From an optimization exercise on the open Yosys and OpenROAD flow, aimed at small area; shortcuts taken in it are not production practice.
At most, simulation tests tie the RTL to the original design; equivalence was not proved.
For run 1, only the layout was checked, not whether the RTL still works. The clock port is modelled as an ideal driver; clocking choices that lean on that would not hold on a real chip.

==> flow/design.v (outline; a module is shown in full before it is edited, if it fits) <==
// module chervil_gain_rom: 266 lines
// module chervil_voice_start: 47 lines
// module chervil_voice_env: 300 lines
// module chervil_mul: 32 lines
// module chervil_oai22v: 11 lines
// module chervil_oai22: 6 lines
// module chervil_mixer: 320 lines
// module chervil_rdmux: 898 lines
// module chervil_ao222n: 6 lines
// module chervil_ao22n: 6 lines
module chervil_mixer (
    input  wire        clk,
    input  wire        rst,
    input  wire        tick,
    input  wire        wr_en,
    input  wire        rd_en,
    input  wire [6:0]  addr,
    input  wire [31:0] wr_data,
    output wire        ready,
    output wire [31:0] rd_data,
    output reg         out_valid,
    output wire [15:0] out_sample
);
  // ...
==> flow/flow/run.sh <==
#!/bin/bash
# Standard ORFS layout (the standard.sh) with these changes:
#  - synthesis maps the design's chervil_oai22 gate onto the o22ai cell
#    (cellmap.tcl/cellmap.v, run as ORFS's SYNTH_CANONICALIZE_TCL hook);
#  - an area-oriented ABC script replaces ORFS's abc_area.script
#    (flow/abc_area.script; flip-flops are mapped before ABC and untouched);
#  - clock tree synthesis without dummy loads;
#  - the port buffers that global placement inserts use buf_1.
# make's full output goes to run_make.log; ORFS writes each step's log
# under orfs/logs.
set -euo pipefail
W=$PWD
mkdir -p "$W/scripts_abc"
cp -r "$FLOW_HOME/scripts/." "$W/scripts_abc/"
cp "$W/flow/abc_area.script" "$W/scripts_abc/abc_area.script"
CTS="-sink_clustering_enable -repair_clock_nets -sink_clustering_size 25 -sink_clustering_max_diameter 80 -dont_use_dummy_load"
bash "$W/standard.sh" SCRIPTS_DIR="$W/scripts_abc" CTS_ARGS="$CTS" \
    SYNTH_CANONICALIZE_TCL="$W/flow/cellmap.tcl" \
    BUFFER_PORTS_ARGS="-buffer_cell sky130_fd_sc_hd__buf_1" finish > "$W/run_make.log" 2>&1
==> flow/flow/abc_area.script <==
strash
ifraig
&get -n
&st
&dch
&nf -a -R 20
&put
==> flow/flow/cellmap.tcl <==
# Sourced by ORFS's synthesis canonicalize step (SYNTH_CANONICALIZE_TCL):
# replace chervil_oai22 by its cell-level version in cellmap.v.
read_verilog -overwrite [file join [file dirname $::env(SYNTH_CANONICALIZE_TCL)] cellmap.v]
hierarchy -check -top $::env(DESIGN_NAME)
==> flow/flow/cellmap.v <==
// Maps the design's chervil_oai22 gate onto the library's o22ai cell, so
// that the ring's slot-to-slot write gate is one cell per bit.
module chervil_oai22 (
    input  wire a1, a2, b1, b2,
    output wire y
);
    sky130_fd_sc_hd__o22ai_1 u_cell (.A1(a1), .A2(a2), .B1(b1), .B2(b2), .Y(y));
endmodule
==> flow/standard.sh <==
#!/bin/bash
# synth_recipe.tcl (not shown) runs the flow's synth.tcl, then flattens the netlist and writes it again
# the make line also repeats each setting of config.mk as NAME=value (left out here)
make -C /OpenROAD-flow-scripts/flow DESIGN_CONFIG=/design/flow/config.mk WORK_HOME=/design/flow/orfs CLKGATE_MAP_FILE= SYNTH_SCRIPT=/design/flow/synth_recipe.tcl "${@:-finish}"
==> flow/config.mk <==
export PLATFORM = sky130hd
export DESIGN_NAME = chervil_mixer
export DESIGN_NICKNAME = chervil_mixer
export VERILOG_FILES = /design/flow/design.v
export SDC_FILE = /design/flow/constraint.sdc
export NUM_CORES = 8
export LEC_CHECK = 0
export ABC_AREA = 1
export CAP_MARGIN = 20
export CORE_MARGIN = 2
export CORE_UTILIZATION = 65
export CTS_CLUSTER_DIAMETER = 80
export CTS_CLUSTER_SIZE = 25
export SLEW_MARGIN = 20
export SYNTH_MEMORY_MAX_BITS = 16384
==> flow/constraint.sdc <==
create_clock -name core_clock -period 50.0 [get_ports {clk}]
set_input_delay 10.0000 -clock core_clock [delete_from_list [all_inputs] [get_ports {clk}]]
set_output_delay 10.0000 -clock core_clock [all_outputs]
set_load 0.01 [all_outputs]
==> insert_results.sql, run 1 <==
INSERT INTO impl_metrics (metric_group, metric, value, unit) VALUES
('timing', 'timing.final.ws_setup', '29.13', 'ns'),
('finish', 'filler_cell_count', '5697', ''),
('critical_path', 'timing.critical_path.from', 'k[0]', ''),
('min_path', 'worstHoldEndpoint', 'phase_r[1]', ''),
('timing', 'final_critical_path_time_including_i_o_delays_and_setup', '20.87', 'ns'),
('placed_design', 'dp_hpwl', '126000', 'um'),
('critical_path', 'setup.worst_path.end', 'chain[17]', ''),
('critical_path', 'crit_cells', '58', ''),
('drt', 'drtIter0Drc', '8020', ''),
('timing', 'hold_viol', '0', ''),
('placed_design', 'dp_slack', '28.92', 'ns'),
('die', 'initial_core_util', '65.8', '%'),
('drt', 'drt_wl_total', '187000', 'um'),
('placed_design', 'place_inst', '5996', ''),
('logic_synthesis', 'cells_after_synthesis', '4760', ''),
('global_routing', 'grt_overflow', '0', ''),
('logic_synthesis', 'muxShareOfSynthArea', '0.561', '%'),
('timing', 'clock.fmax', '47.9', 'MHz'),
('finish', 'insertedDiodeCount', '13', ''),
('clock_tree', 'ctsRootBufferMaster', 'clkbuf_16', ''),
('outcome', 'outcome', 'no timing/DRC/antenna violations', ''),
('critical_path', 'slowest_stage', 'ha_1', ''),
('finish', 'share_of_cell_area_taken_by_multi_input_logic_gates', '41.7', '%'),
('critical_path', 'reg2reg_depth', '58', '');
==> module chervil_mul, before the edit <==
module chervil_mul (
    input  wire [18:0] a,
    input  wire [7:0]  d,
    input  wire [18:0] t,
    output wire [18:0] res
);
    wire [27:0] s [0:8];
    assign s[0] = {9'd0, ~t[18], t[17:0]};
    genvar j, i;
    generate
        for (j = 0; j < 8; j = j + 1) begin : g_row
            wire [18:0] pp = {~(a[18] & d[j]), a[17:0] & {18{d[j]}}};
            wire [19:0] c;
            assign c[0] = 1'b0;
            for (i = 0; i < 19; i = i + 1) begin : g_bit
                wire x = s[j][i+j];
                assign s[j+1][i+j] = x ^ pp[i] ^ c[i];
                assign c[i+1] = (x & pp[i]) | (c[i] & (x ^ pp[i]));
            end
            if (j > 0) begin : g_low
                assign s[j+1][j-1:0] = s[j][j-1:0];
            end
            wire [9:0] hc;
            assign hc[0] = c[19];
            for (i = 19 + j; i < 28; i = i + 1) begin : g_inc
                assign s[j+1][i] = s[j][i] ^ hc[i-19-j];
                assign hc[i-19-j+1] = s[j][i] & hc[i-19-j];
            end
        end
    endgenerate
    assign res = {~s[8][26], s[8][25:8]};
endmodule
==> run 2: changes to the inputs <==
--- a/flow/design.v
+++ b/flow/design.v
@@ -619,4 +619,4 @@
 );
-    wire [27:0] s [0:8];
-    assign s[0] = {9'd0, ~t[18], t[17:0]};
+    wire [27:0] sn [0:8];
+    assign sn[0] = {9'h1FF, t[18], ~t[17:0]};
     genvar j, i;
@@ -624,18 +624,17 @@
         for (j = 0; j < 8; j = j + 1) begin : g_row
-            wire [18:0] pp = {~(a[18] & d[j]), a[17:0] & {18{d[j]}}};
-            wire [19:0] c;
-            assign c[0] = 1'b0;
-            for (i = 0; i < 19; i = i + 1) begin : g_bit
-                wire x = s[j][i+j];
-                assign s[j+1][i+j] = x ^ pp[i] ^ c[i];
-                assign c[i+1] = (x & pp[i]) | (c[i] & (x ^ pp[i]));
+            wire [18:0] ppn = {a[18] & d[j], ~(a[17:0] & {18{d[j]}})};
+            wire [19:0] cn;
+            assign sn[j+1][j] = ~(sn[j][j] ^ ppn[0]);
+            assign cn[1] = sn[j][j] | ppn[0];
+            for (i = 1; i < 19; i = i + 1) begin : g_bit
+                chervil_fa u_fa (.a(sn[j][i+j]), .b(ppn[i]), .ci(cn[i]), .s(sn[j+1][i+j]), .co(cn[i+1]));
             end
+            assign sn[j+1][j+19] = cn[19];
             if (j > 0) begin : g_low
-                assign s[j+1][j-1:0] = s[j][j-1:0];
+                assign sn[j+1][j-1:0] = sn[j][j-1:0];
             end
-            wire [9:0] hc;
-            assign hc[0] = c[19];
-            for (i = 19 + j; i < 28; i = i + 1) begin : g_inc
-                assign s[j+1][i] = s[j][i] ^ hc[i-19-j];
-                assign hc[i-19-j+1] = s[j][i] & hc[i-19-j];
+            if (j < 7) begin : g_high
+                assign sn[j+1][27:j+20] = sn[j][27:j+20];
+            end else begin : g_top
+                assign sn[j+1][27] = 1'b1;
             end
@@ -643,3 +642,10 @@
     endgenerate
-    assign res = {~s[8][26], s[8][25:8]};
+    assign res = {sn[8][26], ~sn[8][25:8]};
+endmodule
+module chervil_fa (
+    input  wire a, b, ci,
+    output wire s, co
+);
+    assign s  = a ^ b ^ ci;
+    assign co = (a & b) | (ci & (a ^ b));
 endmodule
--- a/flow/flow/cellmap.v
+++ b/flow/flow/cellmap.v
@@ -8 +8,9 @@
 endmodule
+
+// The multiplier's full adder onto the library's full-adder cell.
+module chervil_fa (
+    input  wire a, b, ci,
+    output wire s, co
+);
+    sky130_fd_sc_hd__fa_1 u_cell (.A(a), .B(b), .CIN(ci), .SUM(s), .COUT(co));
+endmodule
--- a/flow/config.mk
+++ b/flow/config.mk
@@ -11,4 +11,3 @@
 export CORE_UTILIZATION = 65
-export CTS_CLUSTER_DIAMETER = 80
-export CTS_CLUSTER_SIZE = 25
+export GPL_TIMING_DRIVEN = 0
 export SLEW_MARGIN = 20
==> run 2 against run 1 <==
  * Hold slack better by 0.0058 ns
  * Final area is 0.76% higher
  * Sequential cell count stayed put
  * Worst setup slack worse by 1.3 ns
  * Register-to-register slack worse by 1.3 ns
  * Final cell count is 1.2% lower
  * Die area is 0.35% lower
  * Wire length is 2.6% higher
==> insert_results.sql, run 2 <==
INSERT INTO impl_metrics (metric_group, metric, value, unit) VALUES
('critical_path', 'worst-endpoint-required', '50.31', 'ns'),
('die', 'initial_core_util', '65.7', '%'),
('clock_tree', 'clock_slew_seen_by_the_registers_of_the_worst_setup_and_hold_paths', '0.10', 'ns'),
('logic_synthesis', 'total_standard_cell_area_after_synthesis', '50000', 'um2'),
('timing', 'grt_setup_unrepaired', 'no', ''),
('timing', 'hold_viol', '0', ''),
('clock_tree', 'worst_skew_pair.late_latency', '0.70', 'ns'),
('clock_tree', 'cts.htree.levels', '2', ''),
('logic_synthesis', 'synth_adder_area_share', '10.6', '%'),
('finish', 'final_layout_size_suffix_gt1_share', '4.72', '%'),
('timing', 'clock.fmax', '45.1', 'MHz'),
('clock_tree', 'tritoncts.num_buffers', '60', ''),
('logic_synthesis', 'netlist.area_leader.share', '51.0', '%'),
('logic_synthesis', 'yosys.area_share.simple', '10.7', '%'),
('logic_synthesis', 'muxShareOfSynthArea', '0.383', '%'),
('logic_synthesis', 'synthesis.yosys.warnings', '5', ''),
('timing', 'finalSetupViolCount', '0', ''),
('drt', 'wl_per_cell', '31.9', 'um'),
('logic_synthesis', 'synth_nets', '5071', ''),
('finish', 'biggestRegsByFlops', 'env_q: 256 flops, acc_r: 192 flops, inc_q: 192 flops', ''),
('critical_path', 'worst_path_most_repeated_cell', 'fa_1', ''),
('placed_design', 'dp_slack', '28.12', 'ns'),
('global_routing', 'number_of_antenna_violations_at_the_first_check_in_global_routing', '16', ''),
('outcome', 'outcome', 'no timing/DRC/antenna violations', ''),
('timing', 'final_critical_path_time_including_i_o_delays_and_setup', '22.17', 'ns'),
('placed_design', 'dp_hpwl', '130000', 'um'),
('drt', 'drt-vias-per-instance', '7.53', ''),
('logic_synthesis', 'seq_area_frac_synth', '53.7', '%'),
('global_routing', 'grt_overflow', '0', ''),
('placed_design', 'placement.io_buffers', '93', ''),
('die', 'core_region_area', '76100', 'um2'),
('die', 'dieWidth', '281', 'um'),
('logic_synthesis', 'cells_after_synthesis', '4726', ''),
('logic_synthesis', 'synthMostInstantiatedCell', 'dfxtp_1', ''),
('finish', 'top_register', 'env_q', ''),
('critical_path', 'worstSetupEndpointType', 'flop', ''),
('finish', 'largest_register_ffs', '256', ''),
('global_routing', 'first_global_vias', '43104', ''),
('logic_synthesis', 'synth_xor_area_share', '0.947', '%'),
('logic_synthesis', 'ys_ff_latch', '1317', ''),
('logic_synthesis', 'post_synth_num_cell_types', '63', ''),
('die', 'pin_count', '94', ''),
('min_path', 'hold_path_class', 'flop to flop', ''),
('die', 'die_h', '281', 'um'),
('clock_tree', 'clock_sinks', '1317', ''),
('logic_synthesis', 'netlist.top_cell.by_area', 'dfxtp_1', ''),
('logic_synthesis', 'synth_enable_flop_cells', '45', ''),
('critical_path', 'worst_ep_arrival_time', '22.47', 'ns'),
('drt', 'drt_wl_total', '192000', 'um'),
('finish', 'flow.area_growth_from_synthesis', '9.71', '%'),
('finish', 'finalNetCount', '5303', ''),
('global_routing', 'maximum_number_of_pins_on_one_net_before_global_route_repair', '51', ''),
('timing', 'period_share', '44.3', '%'),
('job', 'timing.max_cap.violations', '0', ''),
('critical_path', 'crit_path_max_fanout', '29', ''),
('finish', 'final_common_cell', 'dfxtp_1', ''),
('critical_path', 'crit_type', 'flop to flop', ''),
('logic_synthesis', 'synth-compound-area-share', '22.5', '%'),
('drt', 'detailroute.via_count', '45165', ''),
('global_routing', 'grt_use_total', '47.3', '%'),
('global_routing', 'grt_first_pass_wirelength', '276000', 'um'),
('logic_synthesis', 'commonest_cells_in_the_synthesized_netlist', '1,272 x dfxtp_1, 915 x o22ai_1, 459 x nand2_1, 305 x nor2_1, 206 x o21ai_0', ''),
('timing', 'finClkSkew', '0.135', 'ns'),
('clock_tree', 'cts_setup_buffers', '0', ''),
('drt', 'final_antenna_net_count', '0', ''),
('timing', 'relSlewSlack', '10.8', '%'),
('critical_path', 'critPathLaunchType', 'flop', ''),
('logic_synthesis', 'synth_top_family_by_area', 'compound AO/OA/AOI/OAI gates', ''),
('logic_synthesis', 'postSynth.asyncResetShare', '0', '%'),
('placed_design', 'finalWeightedCongestion', '1.02', ''),
('logic_synthesis', 'dominantRegCellSynth', 'dfxtp_1', ''),
('drt', 'drtIter0Drc', '8266', ''),
('clock_tree', 'ctsRootBufferMaster', 'clkbuf_16', ''),
('clock_tree', 'cts_tree', 'built', ''),
('finish', 'most-common-layout-cells', '1,270 x dfxtp_1, 912 x o22ai_1, 451 x nand2_1, 288 x nor2_1, 201 x fa_1', ''),
('die', 'die_area', '79100', 'um2'),
('clock_tree', 'post_cts_hold_buffer_count', '0', ''),
('critical_path', 'critical-path-max-stage-delay', '0.77', 'ns'),
('timing', 'finalSetupTns', '0', 'ns'),
('drt', 'drtPass1Iterations', '12', ''),
('die', 'rows', '101', ''),
('drt', 'remaining_drc_errors', '0', ''),
('timing', 'timing.final.ws_setup', '27.83', 'ns'),
('logic_synthesis', 'synth_area_per_cell', '10.6', 'um2'),
('clock_tree', 'post_cts_resized', '0', ''),
('timing', 'drv_slew', '0', ''),
('logic_synthesis', 'ys_top_cells_by_area', 'dfxtp_1 51%, o22ai_1 11%, fa_1 8.1%', ''),
('timing', 'worst_slew_pin_slew', '1.33', 'ns'),
('critical_path', 'slowest_stage', 'o22a_1', ''),
('clock_tree', 'buffer_depth_of_the_longest_clock_path', '3', '');
## run 2: logic make-up after synthesis
family,after synthesis
AND/OR/NAND/NOR,1161
flip-flops,1317
buffers and inverters,176
multiplexers,18
AO/OA/AOI/OAI,1699
XOR/XNOR,54
adder cells (fa/ha/maj),301
## run 2: path summary, 6_finish.rpt
check,start,end,slack (ns),cells past startpoint
max,k[0],chain[18],27.83,55
min,phase_r[21],phase_r[0],0.28,0
max reg2reg,k[0],chain[18],27.83,55
min reg2reg,phase_r[21],phase_r[0],0.28,0
## run 2: metrics by stage
stage | util [%] | hold slack [ns] | cell area [um2] | instances
floorplan | - | 0.310 | 50000 | 4726
global route | 72.0 | 0.298 | 54800 | 5987
CTS | 72.0 | 0.290 | 54800 | 5986
detailed placement | 70.0 | 0.312 | 53300 | 5926
finish | 72.1 | 0.285 | 54800 | 5998
global placement | 67.8 | 0.309 | 51600 | 5849
## run 2: area by class of cell
| type | count | area [um2] |
|---|---|---|
| Sequential cell | 1317 | 26800 |
| Multi-Input combinational cell | 3233 | 22900 |
| Fill cell | 5627 | 21300 |
| Timing Repair Buffer | 170 | 1620 |
| Clock buffer | 60 | 1500 |
| Tap cell | 1030 | 1290 |
| Inverter | 174 | 669 |
| Antenna cell | 12 | 30.0 |
| Buffer | 2 | 11.3 |
## run 2: layer usage
metal  GRT usage, %  vias up  part of all wire [%]
li1               -    18578                     -
met1           58.5    21424                    34
met2           68.0     4000                    40
met3           18.3     1137                    16
met4           32.3       26                   9.0
met5           1.38        -                  0.21
## run 2: worst max-delay path: cells and delay by family (launching register included)
kind,cells,cell delay (ns)
fa+ha+maj,35,15.09
compound gates,10,3.06
simple gates,5,1.82
flops,1,0.50
buf+inv,3,1.07
xor+xnor,2,0.33
==> run 3: changes to the inputs <==
--- a/flow/config.mk
+++ b/flow/config.mk
@@ -11,3 +11,4 @@
 export CORE_UTILIZATION = 65
-export GPL_TIMING_DRIVEN = 0
+export CTS_CLUSTER_DIAMETER = 80
+export CTS_CLUSTER_SIZE = 25
 export SLEW_MARGIN = 20
==> run 3 against run 2 <==
  * Wire length down 2.4%
  * Synthesized cell count unchanged
  * First-iteration DRC count down 4.4%
  * Hold slack better by 0.022 ns
  * Synthesized area unchanged
  * Via count down 0.18%
  * Largest cell class unchanged
  * Highest routed layer unchanged
==> insert_results.sql, run 3 <==
INSERT INTO impl_metrics (metric_group, metric, value, unit) VALUES
('outcome', 'outcome', 'no timing/DRC/antenna violations', ''),
('critical_path', 'critPathLaunchType', 'flop', ''),
('clock_tree', 'cts_setup_buffers', '0', ''),
('clock_tree', 'cts.htree.levels', '2', ''),
('finish', 'area.sequential', '26800', 'um2'),
('global_routing', 'grt_use_total', '46.2', '%'),
('logic_synthesis', 'ys_top_cells_by_area', 'dfxtp_1 51%, o22ai_1 11%, fa_1 8.1%', ''),
('die', 'core_region_area', '76100', 'um2'),
('critical_path', 'worst-endpoint-required', '50.31', 'ns'),
('clock_tree', 'tritoncts.num_buffers', '60', ''),
('global_routing', 'grt_first_pass_wirelength', '272000', 'um'),
('logic_synthesis', 'cells_after_synthesis', '4726', ''),
('logic_synthesis', 'commonest_cells_in_the_synthesized_netlist', '1,272 x dfxtp_1, 915 x o22ai_1, 459 x nand2_1, 305 x nor2_1, 206 x o21ai_0', ''),
('finish', 'final_layout_size_suffix_gt1_share', '4.41', '%'),
('logic_synthesis', 'synth_nets', '5071', ''),
('global_routing', 'maximum_number_of_pins_on_one_net_before_global_route_repair', '68', ''),
('timing', 'clock.fmax', '47.0', 'MHz'),
('timing', 'period_share', '42.5', '%'),
('placed_design', 'finalWeightedCongestion', '1.04', ''),
('timing', 'finClkSkew', '0.156', 'ns'),
('clock_tree', 'clock_slew_seen_by_the_registers_of_the_worst_setup_and_hold_paths', '0.10', 'ns'),
('drt', 'drtPass1Iterations', '14', ''),
('timing', 'holdWs', '0.307', 'ns'),
('timing', 'final_critical_path_time_including_i_o_delays_and_setup', '21.27', 'ns'),
('logic_synthesis', 'synth_area_per_cell', '10.6', 'um2'),
('placed_design', 'placement.io_buffers', '93', ''),
('clock_tree', 'clock_sinks', '1317', ''),
('timing', 'hold_viol', '0', ''),
('die', 'rows', '101', ''),
('drt', 'final_antenna_net_count', '0', ''),
('finish', 'filler_cell_count', '5760', ''),
('job', 'timing.max_cap.violations', '0', ''),
('critical_path', 'crit_type', 'flop to flop', ''),
('global_routing', 'number_of_antenna_violations_at_the_first_check_in_global_routing', '12', ''),
('logic_synthesis', 'dominantRegCellSynth', 'dfxtp_1', ''),
('finish', 'stdcell_area', '54200', 'um2'),
('clock_tree', 'buffer_depth_of_the_longest_clock_path', '3', ''),
('drt', 'detailroute.via_count', '45082', ''),
('die', 'pin_count', '94', ''),
('finish', 'biggestRegsByFlops', 'env_q: 256 flops, acc_r: 192 flops, inc_q: 192 flops', ''),
('placed_design', 'place_inst', '5961', ''),
('timing', 'finalSetupViolCount', '0', ''),
('critical_path', 'crit_path_max_fanout', '35', ''),
('logic_synthesis', 'synth-compound-area-share', '22.5', '%'),
('logic_synthesis', 'seq_area_frac_synth', '53.7', '%'),
('finish', 'final_common_cell', 'dfxtp_1', ''),
('critical_path', 'worstSetupEndpointType', 'flop', ''),
('clock_tree', 'cts_tree', 'built', ''),
('global_routing', 'first_global_vias', '42955', ''),
('placed_design', 'placedInstanceArea', '52600', 'um2'),
('logic_synthesis', 'ys_ff_latch', '1317', ''),
('drt', 'remaining_drc_errors', '0', ''),
('finish', 'most-common-layout-cells', '1,271 x dfxtp_1, 915 x o22ai_1, 458 x nand2_1, 293 x nor2_1, 204 x o21ai_0', ''),
('global_routing', 'grt_overflow', '0', ''),
('logic_synthesis', 'synthesis.yosys.warnings', '5', ''),
('die', 'initial_core_util', '65.7', '%'),
('timing', 'worst_slew_pin_slew', '1.38', 'ns'),
('logic_synthesis', 'synthMostInstantiatedCell', 'dfxtp_1', ''),
('finish', 'multiInputGateArea', '22700', 'um2'),
('logic_synthesis', 'synth_adder_area_share', '10.6', '%'),
('finish', 'largest_register_ffs', '256', ''),
('logic_synthesis', 'synth_enable_flop_cells', '45', ''),
('logic_synthesis', 'muxShareOfSynthArea', '0.383', '%'),
('timing', 'drv_slew', '0', ''),
('logic_synthesis', 'post_synth_num_cell_types', '63', ''),
('critical_path', 'worst_ep_arrival_time', '21.58', 'ns'),
('placed_design', 'dp_hpwl', '127000', 'um'),
('drt', 'drt_wl_total', '187000', 'um'),
('clock_tree', 'ctsRootBufferMaster', 'clkbuf_16', ''),
('clock_tree', 'worst_skew_pair.late_latency', '0.73', 'ns'),
('logic_synthesis', 'synth_xor_area_share', '0.947', '%'),
('drt', 'wl_per_cell', '31.0', 'um'),
('clock_tree', 'post_cts_hold_buffer_count', '0', ''),
('clock_tree', 'post_cts_resized', '0', ''),
('logic_synthesis', 'synth_top_family_by_area', 'compound AO/OA/AOI/OAI gates', ''),
('min_path', 'hold_path_class', 'flop to flop', ''),
('drt', 'drtIter0Drc', '7905', ''),
('critical_path', 'critical-path-max-stage-delay', '0.72', 'ns'),
('critical_path', 'worst_path_most_repeated_cell', 'fa_1', ''),
('finish', 'non_filler_instance_count_after_layout', '6025', ''),
('logic_synthesis', 'yosys.area_share.simple', '10.7', '%'),
('die', 'dieWidth', '281', 'um'),
('timing', 'finalSetupTns', '0', 'ns'),
('critical_path', 'slowest_stage', 'clkinv_1', ''),
('timing', 'grt_setup_unrepaired', 'no', ''),
('die', 'die_area', '79100', 'um2'),
('logic_synthesis', 'total_standard_cell_area_after_synthesis', '50000', 'um2'),
('finish', 'top_register', 'env_q', ''),
('logic_synthesis', 'netlist.area_leader.share', '51.0', '%'),
('finish', 'flow.area_growth_from_synthesis', '8.43', '%'),
('logic_synthesis', 'postSynth.asyncResetShare', '0', '%'),
('drt', 'drt-vias-per-instance', '7.48', ''),
('finish', 'finalNetCount', '5339', ''),
('timing', 'relSlewSlack', '8.06', '%'),
('logic_synthesis', 'netlist.top_cell.by_area', 'dfxtp_1', ''),
('die', 'die_h', '281', 'um');
-- run 3: changes by cell type in the layout (fill, tap and decap cells not counted), sizes merged --
cell	change
buf	+35
clkbuf	+1
clkinv	-5
diode	-9
inv	+5
-- run 3: cell type report --
type | count | share of cell area, %
clock buffers | 60 | 2.77
diodes | 3 | 0.0139
flip-flops and latches | 1317 | 49.5
multi-input cells | 3233 | 41.9
inverters | 174 | 1.21
repair buffers | 208 | 2.28
well taps | 1030 | 2.38
-- run 3: worst max-delay path, delay by kind of cell, from the launching register on --
family,cells,cell delay (ns)
AOI/OAI and AO/OA,9,1.85
xor gates and xnor gates,2,0.33
adders and majority gates,35,14.85
buffers and inverters,4,1.36
DFF,1,0.40
and+or+nand+nor,7,2.08
-- run 3: per-stage QoR --
step	utilization [%]	setup slack (ns)
after global placement	69.2	29.11
after global routing	71.2	27.84
after CTS	71.1	28.53
after floorplan	-	28.34
final	71.2	28.73
after detailed placement	69.2	28.63
-- run 3: layer usage --
layer	GRT usage, %	routed length, um	up-vias
li1	-	-	18649
met1	57.8	64700	21390
met2	67.3	77000	4016
met3	17.1	30000	1009
met4	29.4	15100	18
met5	0.563	133	-
-- run 3: cells by family after synthesis --
logic type	after synthesis
mux	18
compound gates	1699
flops	1317
simple gates	1161
buf+inv	176
fa+ha+maj	301
xor+xnor	54
-- run 3: final timing paths --
| check | slack (ns) | cells after the start | from | to |
|---|---|---|---|---|
| max reg2reg | 28.73 | 57 | k[1] | chain[18] |
| max | 28.73 | 57 | k[1] | chain[18] |
| min | 0.31 | 0 | phase_r[9] | phase_r[12] |
| min reg2reg | 0.31 | 0 | phase_r[9] | phase_r[12] |
==> run 4: changes to the inputs <==
--- a/flow/flow/run.sh
+++ b/flow/flow/run.sh
@@ -15,3 +15,3 @@
 cp "$W/flow/abc_area.script" "$W/scripts_abc/abc_area.script"
-CTS="-sink_clustering_enable -repair_clock_nets -sink_clustering_size 25 -sink_clustering_max_diameter 80 -dont_use_dummy_load"
+CTS="-sink_clustering_enable -repair_clock_nets -sink_clustering_size 30 -sink_clustering_max_diameter 80 -dont_use_dummy_load"
 bash "$W/standard.sh" SCRIPTS_DIR="$W/scripts_abc" CTS_ARGS="$CTS" \
==> run 4 against run 3 <==
  * Still clean on timing, DRC and antenna
  * First-iteration DRC count decreased by 0.29%
  * Non-clock buffer count unchanged
  * Critical path type unchanged
  * Worst setup slack got worse by 0.16 ns
==> insert_results.sql, run 4 <==
INSERT INTO impl_metrics (metric_group, metric, value, unit) VALUES
('critical_path', 'worst_path_most_repeated_cell', 'fa_1', ''),
('logic_synthesis', 'ys_top_cells_by_area', 'dfxtp_1 51%, o22ai_1 11%, fa_1 8.1%', ''),
('die', 'dieWidth', '281', 'um'),
('critical_path', 'slowest_stage', 'clkinv_1', ''),
('finish', 'biggestRegsByFlops', 'env_q: 256 flops, acc_r: 192 flops, inc_q: 192 flops', ''),
('logic_synthesis', 'seq_area_frac_synth', '53.7', '%'),
('critical_path', 'worstSetupEndpointType', 'flop', ''),
('critical_path', 'crit_path_max_fanout', '35', ''),
('finish', 'flow.area_growth_from_synthesis', '8.04', '%'),
('finish', 'area.sequential', '26800', 'um2'),
('clock_tree', 'tritoncts.num_buffers', '52', ''),
('logic_synthesis', 'netlist.area_leader.share', '51.0', '%'),
('critical_path', 'worst_ep_arrival_time', '21.73', 'ns'),
('min_path', 'hold_path_class', 'flop to flop', ''),
('die', 'rows', '101', ''),
('critical_path', 'crit_type', 'flop to flop', ''),
('finish', 'stdcell_area', '54000', 'um2'),
('clock_tree', 'buffer_depth_of_the_longest_clock_path', '3', ''),
('finish', 'final_layout_size_suffix_gt1_share', '4.23', '%'),
('critical_path', 'critical-path-max-stage-delay', '0.74', 'ns'),
('drt', 'drt-vias-per-instance', '7.51', ''),
('logic_synthesis', 'post_synth_num_cell_types', '63', ''),
('timing', 'final_critical_path_time_including_i_o_delays_and_setup', '21.43', 'ns'),
('logic_synthesis', 'total_standard_cell_area_after_synthesis', '50000', 'um2'),
('timing', 'finalSetupViolCount', '0', ''),
('timing', 'relSlewSlack', '16.6', '%'),
('drt', 'wl_per_cell', '31.1', 'um'),
('drt', 'final_antenna_net_count', '0', ''),
('timing', 'finalSetupTns', '0', 'ns'),
('critical_path', 'critPathLaunchType', 'flop', ''),
('timing', 'finClkSkew', '0.0990', 'ns'),
('clock_tree', 'cts_setup_buffers', '0', ''),
('placed_design', 'placedInstanceArea', '52600', 'um2'),
('global_routing', 'first_global_vias', '42829', ''),
('finish', 'largest_register_ffs', '256', ''),
('critical_path', 'setup.worst_path.end', 'chain[18]', ''),
('timing', 'clock.fmax', '46.7', 'MHz'),
('logic_synthesis', 'netlist.top_cell.by_area', 'dfxtp_1', ''),
('clock_tree', 'clock_sinks', '1317', ''),
('drt', 'drtIter0Drc', '7882', ''),
('timing', 'grt_setup_unrepaired', 'no', ''),
('finish', 'most-common-layout-cells', '1,271 x dfxtp_1, 915 x o22ai_1, 458 x nand2_1, 293 x nor2_1, 204 x o21ai_0', ''),
('logic_synthesis', 'dominantRegCellSynth', 'dfxtp_1', ''),
('timing', 'hold_viol', '0', ''),
('global_routing', 'grt_overflow', '0', ''),
('clock_tree', 'worst_skew_pair.late_latency', '0.68', 'ns'),
('critical_path', 'rr_endpoint', 'chain[18]', ''),
('die', 'die_area', '79100', 'um2'),
('clock_tree', 'clock_slew_seen_by_the_registers_of_the_worst_setup_and_hold_paths', '0.10', 'ns'),
('placed_design', 'dp_hpwl', '127000', 'um'),
('critical_path', 'timing.critical_path.from', 'k[0]', ''),
('timing', 'worst_slew_pin_slew', '1.25', 'ns'),
('critical_path', 'rr_startpoint', 'k[0]', ''),
('finish', 'filler_cell_count', '5791', ''),
('timing', 'period_share', '42.9', '%'),
('placed_design', 'placement.io_buffers', '93', ''),
('critical_path', 'worst-endpoint-required', '50.30', 'ns'),
('clock_tree', 'post_cts_hold_buffer_count', '0', ''),
('logic_synthesis', 'synth_nets', '5071', ''),
('critical_path', 'flop_to_flop_setup_slack', '28.57', 'ns'),
('clock_tree', 'cts.htree.levels', '2', ''),
('die', 'core_region_area', '76100', 'um2'),
('global_routing', 'maximum_number_of_pins_on_one_net_before_global_route_repair', '68', ''),
('placed_design', 'finalWeightedCongestion', '1.04', ''),
('die', 'die_h', '281', 'um'),
('finish', 'final_common_cell', 'dfxtp_1', ''),
('timing', 'drv_slew', '0', ''),
('drt', 'remaining_drc_errors', '0', ''),
('global_routing', 'grt_first_pass_wirelength', '271000', 'um'),
('logic_synthesis', 'ys_ff_latch', '1317', ''),
('finish', 'finalNetCount', '5331', ''),
('clock_tree', 'ctsRootBufferMaster', 'clkbuf_16', ''),
('logic_synthesis', 'cells_after_synthesis', '4726', ''),
('global_routing', 'grt_use_total', '46.1', '%'),
('clock_tree', 'cts_tree', 'built', ''),
('logic_synthesis', 'synth_area_per_cell', '10.6', 'um2'),
('logic_synthesis', 'synthMostInstantiatedCell', 'dfxtp_1', ''),
('clock_tree', 'post_cts_resized', '0', ''),
('logic_synthesis', 'synth_enable_flop_cells', '45', ''),
('drt', 'detailroute.via_count', '45170', ''),
('drt', 'drtPass1Iterations', '13', ''),
('finish', 'top_register', 'env_q', ''),
('logic_synthesis', 'synthesis.yosys.warnings', '5', ''),
('die', 'initial_core_util', '65.7', '%'),
('global_routing', 'number_of_antenna_violations_at_the_first_check_in_global_routing', '9', ''),
('critical_path', 'reg2reg_depth', '56', ''),
('finish', 'multiInputGateArea', '22700', 'um2'),
('outcome', 'outcome', 'no timing/DRC/antenna violations', ''),
('job', 'timing.max_cap.violations', '0', ''),
('drt', 'drt_wl_total', '187000', 'um'),
('logic_synthesis', 'postSynth.asyncResetShare', '0', '%'),
('logic_synthesis', 'commonest_cells_in_the_synthesized_netlist', '1,272 x dfxtp_1, 915 x o22ai_1, 459 x nand2_1, 305 x nor2_1, 206 x o21ai_0', ''),
('die', 'pin_count', '94', '');
[run 4: cell counts after synthesis]
Identical to the previous run, type by type.
[run 4: cell type report]
| cell class | instances | area share [%] |
|---|---|---|
| tap | 1030 | 2.39 |
| inverter | 174 | 1.21 |
| sequential | 1317 | 49.7 |
| timing repair buffer | 208 | 2.29 |
| multi-input combinational | 3233 | 42.0 |
| clock buffer | 52 | 2.41 |
| antenna | 4 | 0.0185 |
[run 4: cells by family after synthesis]
kind of cell | synth area share [%]
buf+inv | 1.33
fa+ha+maj | 10.6
simple gates | 10.7
flops | 53.7
mux | 0.383
compound gates | 22.5
xor+xnor | 0.947
[run 4: worst min path at each step]
stage               startpoint          to  slack [ns]  cells after the start
detailed placement   acc_r[83]  acc_r[107]        0.31                      0
finish              lfsr_r[60]  lfsr_r[75]        0.26                      0
floorplan           acc_r[168]    acc_r[0]        0.31                      0
CTS                 lfsr_r[60]  lfsr_r[75]        0.27                      0
global route        lfsr_r[60]  lfsr_r[75]        0.27                      0
global placement     acc_r[99]  acc_r[123]        0.31                      0
[run 4: worst max-delay path, delay by kind of cell (launching register included)]
kind                       cells  cell delay, ns
adders and majority gates     35           14.99
buffers and inverters          3            1.26
and+or+nand+nor                7            2.12
xor gates and xnor gates       2            0.33
AOI/OAI and AO/OA              9            1.90
DFF                            1            0.51
[run 4: stage by stage]
step	instances	setup WS, ns	hold slack [ns]	utilization (%)
finish	6018	28.57	0.262	71.0
global route	6014	27.77	0.269	70.9
CTS	6013	28.41	0.266	70.9
detailed placement	5961	28.63	0.312	69.2
global placement	5961	29.11	0.310	69.2
floorplan	4726	28.34	0.310	-
[run 4: metal layers]
layer,routed length [um],GRT usage [%]
met3,29300,16.8
met5,49,0
met4,15600,29.7
met1,65100,57.9
met2,77200,67.0
==> run 5: changes to the inputs <==
--- a/flow/flow/run.sh
+++ b/flow/flow/run.sh
@@ -15,3 +15,3 @@
 cp "$W/flow/abc_area.script" "$W/scripts_abc/abc_area.script"
-CTS="-sink_clustering_enable -repair_clock_nets -sink_clustering_size 30 -sink_clustering_max_diameter 80 -dont_use_dummy_load"
+CTS="-sink_clustering_enable -repair_clock_nets -sink_clustering_size 15 -sink_clustering_max_diameter 60 -buf_list sky130_fd_sc_hd__clkbuf_8 -dont_use_dummy_load"
 bash "$W/standard.sh" SCRIPTS_DIR="$W/scripts_abc" CTS_ARGS="$CTS" \
==> run 5 against run 4 <==
  * Still clean on timing, DRC and antenna
  * Non-clock buffer count stayed put
  * Wire length is 0.40% lower
  * First-iteration DRC count is 1.1% higher
  * Final area is 0.25% higher
  * Die area stayed put
  * Register-to-register slack better by 0.15 ns
  * Clock skew is 0.045 ns higher
  * Hold slack better by 0.0045 ns
  * Largest cell class unchanged
==> insert_results.sql, run 5 <==
INSERT INTO impl_metrics (metric_group, metric, value, unit) VALUES
('job', 'timing.max_cap.violations', '0', ''),
('critical_path', 'critical-path-max-stage-delay', '0.73', 'ns'),
('global_routing', 'grt_first_pass_wirelength', '271000', 'um'),
('finish', 'flow.area_growth_from_synthesis', '8.30', '%'),
('timing', 'holdWs', '0.266', 'ns'),
('logic_synthesis', 'netlist.top_cell.by_area', 'dfxtp_1', ''),
('clock_tree', 'post_cts_resized', '0', ''),
('logic_synthesis', 'ys_ff_latch', '1317', ''),
('finish', 'multiInputGateArea', '22700', 'um2'),
('timing', 'grt_setup_unrepaired', 'no', ''),
('timing', 'drv_slew', '0', ''),
('critical_path', 'rr_startpoint', 'k[0]', ''),
('die', 'pin_count', '94', ''),
('timing', 'clock.fmax', '47.0', 'MHz'),
('critical_path', 'worst-endpoint-required', '50.38', 'ns'),
('timing', 'finClkSkew', '0.144', 'ns'),
('drt', 'drtPass1Iterations', '17', ''),
('global_routing', 'first_global_vias', '43129', ''),
('timing', 'relSlewSlack', '11.7', '%'),
('timing', 'timing.final.ws_setup', '28.73', 'ns'),
('outcome', 'outcome', 'no timing/DRC/antenna violations', ''),
('logic_synthesis', 'synthesis.yosys.warnings', '5', ''),
('drt', 'final_antenna_net_count', '0', ''),
('placed_design', 'finalWeightedCongestion', '1.04', ''),
('clock_tree', 'tritoncts.num_buffers', '103', ''),
('drt', 'wl_per_cell', '30.7', 'um'),
('finish', 'layout.core_utilization', '71.1', '%'),
('finish', 'largest_register_ffs', '256', ''),
('die', 'rows', '101', ''),
('critical_path', 'critPathLaunchType', 'flop', '');
[run 5: final cells by class]
class | instances | area share, %
diodes | 11 | 0.0509
clock buffers | 103 | 2.62
inverters | 174 | 1.21
multi-input cells | 3233 | 41.9
flip-flops and latches | 1317 | 49.6
well taps | 1030 | 2.38
repair buffers | 208 | 2.28
[run 5: worst min-delay path by stage]
stage / from / endpoint / slack, ns / cells past startpoint
floorplan: acc_r[168] / acc_r[0] / 0.31 / 0
global placement: acc_r[99] / acc_r[123] / 0.31 / 0
detailed placement: acc_r[83] / acc_r[107] / 0.31 / 0
CTS: acc_r[43] / acc_r[67] / 0.26 / 0
global route: lfsr_r[72] / lfsr_r[87] / 0.28 / 0
finish: lfsr_r[27] / lfsr_r[42] / 0.27 / 0
[run 5: routing by layer]
layer,global-route usage [%],routed length (um),part of all wire [%],vias up
met5,1.44,219,0.12,-
li1,-,-,-,18735
met3,17.8,29400,16,1039
met4,29.3,15000,8.1,12
met2,66.8,76700,41,4000
met1,57.4,65300,35,21520
[run 5: per-stage QoR]
| step | std cells |
|---|---|
| floorplan | 4726 |
| global route | 6066 |
| finish | 6076 |
| CTS | 6064 |
| global placement | 5961 |
| detailed placement | 5961 |
[run 5: logic make-up (layout without fill, tap and decap cells)]
group,after synthesis,after routing,synth area share [%]
flip-flops,1317,1317,53.7
other,0,11,0
multiplexers,18,18,0.383
XOR/XNOR,54,54,0.947
AO/OA/AOI/OAI,1699,1699,22.5
adder cells (fa/ha/maj),301,301,10.6
AND/OR/NAND/NOR,1161,1161,10.7
buffers and inverters,176,485,1.33
[run 5: critical path: cells and delay by family, from the launching register on]
kind / cells / cell delay [ns]
AOI/OAI and AO/OA: 9 / 1.82
DFF: 1 / 0.51
and+or+nand+nor: 7 / 2.07
xor gates and xnor gates: 2 / 0.33
buffers and inverters: 3 / 1.27
adders and majority gates: 35 / 14.84

-- re-timing with driven ports --
In the flow no input, the clock included, has a driving cell. The finished layouts below were timed again as built, in two steps.
Step 1 (the two cells are an assumption about what drives the block):
set clk [get_ports {clk}]
set_driving_cell -lib_cell sky130_fd_sc_hd__clkbuf_16 $clk
set_driving_cell -lib_cell sky130_fd_sc_hd__buf_2 [delete_from_list [all_inputs] $clk]
Step 2 adds t to the input delays and takes it off the output delays; t is the mean of the earliest and latest rising clock arrival at the registers after step 1. Input paths then give back, and output paths get back, about the clock's delay inside the block.
Three values: no drivers, after step 1, after step 2; two values: the first two.
run | t (ns) | slack for setup (ns) | hold slack, ns | clock arrival spread, ns | slew at the worst register clock pin (ns)
run 1 | 0.726 | 29.133 / 29.133 / 29.133 | 0.279 / 0.279 / 0.279 | 0.160 / 0.160 | 0.11 / 0.11
run 2 | 0.715 | 27.833 / 27.833 / 27.833 | 0.285 / 0.285 / 0.285 | 0.153 / 0.153 | 0.11 / 0.11
run 3 | 0.727 | 28.731 / 28.731 / 28.731 | 0.307 / 0.307 / 0.307 | 0.158 / 0.158 | 0.11 / 0.11
run 4 | 0.688 | 28.573 / 28.573 / 28.573 | 0.262 / 0.262 / 0.262 | 0.135 / 0.134 | 0.12 / 0.12
run 5 | 0.777 | 28.726 / 28.726 / 28.726 | 0.266 / 0.266 / 0.266 | 0.145 / 0.145 | 0.10 / 0.10
After both steps setup and hold are still met in every run listed.
